From an optimization exercise on the open Yosys and OpenROAD flow, aimed at small area, a short achievable clock period and few clock cycles; shortcuts taken in it are not production practice.
Where RTL was checked, it was by simulation tests only, not by an equivalence proof against the original.

==> flow/design.v (excerpt) <==
module dgs_sha256 (
    input  wire         clk,
    input  wire         rst,         
    input  wire         start,
    input  wire         load_state,
    input  wire         partial,
    input  wire [255:0] state_in,    
    input  wire [63:0]  count_in,    
    output wire         idle,
    input  wire         in_valid,
    output wire         in_ready,
    input  wire [31:0]  in_data,     
    input  wire         in_last,
    input  wire [2:0]   in_nbytes,   
    output reg          done,
    output wire         err,
    output wire [255:0] digest,
    output wire [63:0]  count_out
);
Settings: LEC_CHECK=0, CAP_MARGIN=20, CORE_MARGIN=2, CORE_UTILIZATION=50, SETUP_SLACK_MARGIN=5, SLEW_MARGIN=20; clock period 10.0 ns.
standard.sh (not shown) runs the stock make flow with config.mk's settings and CLKGATE_MAP_FILE= SYNTH_SCRIPT=/design/flow/synth_recipe.tcl, a recipe that flattens the netlist after the stock synthesis.
==> flow/flow/run.sh <==
#!/bin/bash
# The standard layout, with the port buffers made of the smallest buffer cell
# and a clock tree of smaller buffers without dummy loads.
set -euo pipefail
export BUFFER_PORTS_ARGS="-buffer_cell sky130_fd_sc_hd__buf_1"
export CTS_ARGS="-sink_clustering_enable -repair_clock_nets -dont_use_dummy_load -buf_list sky130_fd_sc_hd__clkbuf_4"
bash standard.sh > standard.log 2>&1
Then changed:
--- a/flow/design.v
+++ b/flow/design.v
@@ -14,32 +14,22 @@
     input  wire [2:0]   in_nbytes,   
     output reg          done,
     output wire         err,
     output wire [255:0] digest,
     output wire [63:0]  count_out
 );
     localparam [255:0] IV = {32'h6a09e667, 32'hbb67ae85, 32'h3c6ef372, 32'ha54ff53a,
                              32'h510e527f, 32'h9b05688c, 32'h1f83d9ab, 32'h5be0cd19};
     function [31:0] rotr(input [31:0] x, input integer n);
         rotr = (x >> n) | (x << (32 - n));
     endfunction
-    function [31:0] cs_add(input [31:0] x, input [31:0] y);
-        reg [16:0] lo;
-        reg [15:0] hi0, hi1;
-        begin
-            lo  = {1'b0, x[15:0]} + {1'b0, y[15:0]};
-            hi0 = x[31:16] + y[31:16];
-            hi1 = x[31:16] + y[31:16] + 16'd1;
-            cs_add = {lo[16] ? hi1 : hi0, lo[15:0]};
-        end
-    endfunction
     function [31:0] bk_add(input [31:0] x, input [31:0] y);
         reg [31:0] p, g, p0;
         integer i, j;
         begin
             p = x ^ y;
             g = x & y;
             p0 = p;
             for (i = 1; i <= 5; i = i + 1)
                 for (j = 2**i - 1; j < 32; j = j + 2**i) begin
                     g[j] = g[j] | (p[j] & g[j - 2**(i-1)]);
                     p[j] = p[j] & p[j - 2**(i-1)];
@@ -156,30 +146,30 @@
     wire [31:0] big_s0 = rotr(a, 2) ^ rotr(a, 13) ^ rotr(a, 22);
     wire [31:0] ch     = (e & f) ^ (~e & g);
     wire [31:0] maj    = (a & b) ^ (a & c) ^ (b & c);
     wire [31:0] a1s = hkw ^ big_s1 ^ ch;
     wire [31:0] a1c = {((hkw & big_s1) | (hkw & ch) | (big_s1 & ch)), 1'b0} ;
     wire [31:0] a2s = big_s0 ^ maj ^ m0;
     wire [31:0] a2c = {((big_s0 & maj) | (big_s0 & m0) | (maj & m0)), 1'b0};
     wire [31:0] a3s = a1s ^ a1c ^ a2s;
     wire [31:0] a3c = {((a1s & a1c) | (a1s & a2s) | (a1c & a2s)), 1'b0};
     wire [31:0] a4s = a3s ^ a3c ^ a2c;
     wire [31:0] a4c = {((a3s & a3c) | (a3s & a2c) | (a3c & a2c)), 1'b0};
-    wire [31:0] a_n = cs_add(a4s, a4c);
+    wire [31:0] a_n = a4s + a4c;
     wire [31:0] e1s = hkw ^ d ^ m4;
     wire [31:0] e1c = {((hkw & d) | (hkw & m4) | (d & m4)), 1'b0};
     wire [31:0] e2s = e1s ^ e1c ^ big_s1;
     wire [31:0] e2c = {((e1s & e1c) | (e1s & big_s1) | (e1c & big_s1)), 1'b0};
     wire [31:0] e3s = e2s ^ e2c ^ ch;
     wire [31:0] e3c = {((e2s & e2c) | (e2s & ch) | (e2c & ch)), 1'b0};
-    wire [31:0] e_n = cs_add(e3s, e3c);
+    wire [31:0] e_n = e3s + e3c;
     wire [3:0]  lo_n = {1'b0, tot[2:0]} + {1'b0, nbytes};
     reg  [60:0] pre;             
     reg  [60:0] inc_m;
     integer     ii, ll;
     always @(*) begin
         pre = tot[63:3];
         for (ll = 0; ll < 6; ll = ll + 1)
             for (ii = 0; ii < 61; ii = ii + 1)
                 if (ii[ll])
                     pre[ii] = pre[ii] & pre[((ii >> ll) << ll) - 1];
         inc_m = {pre[59:0] & {60{lo_n[3]}}, lo_n[3]};
=> Final cell count hardly moves. Hold slack improves by 0.0045 ns. Core utilization decreases by 0.67 points. Register-to-register slack improves by 0.27 ns. Count of clock-buffer cells in the layout stays the same. First-iteration DRC count grows by 1.4%. Synthesized area is about the same.
Testbench counts after the change, summed over its fixed seeds: cycles 31,040.
The RTL of the first run of this note was laid out without a check of its function.

## re-timing with driven ports
The flow's constraints put no driver on any port. The routed layouts listed below were extracted and timed again, unchanged, in two steps.
Step 1 sets driving cells, clkbuf_16 on the clock port and buf_2 on the other inputs (assumed; they add their load-dependent delay and slew).
Step 2 adds t to the input delays and takes it off the output delays; t is the mean of the earliest and latest rising clock arrival at the registers after step 1. Input paths then give back, and output paths get back, about the clock's delay inside the block.
Slacks: ideal ports / drivers / drivers and shift; pairs: ideal ports / drivers.
run	t (ns)	setup WS [ns]	worst hold slack (ns)	worst slew at a driven data input, ns
the first run	1.323	4.744 / 4.744 / 4.285	0.360 / 0.360 / 0.360	0.17
the second run	1.319	5.015 / 5.015 / 4.239	0.364 / 0.364 / 0.364	0.16
After both steps setup and hold are still met in every run listed. The setup slack of the second run, which loses most, moves by 0.000 ns with the drivers and by -0.776 ns with both steps.
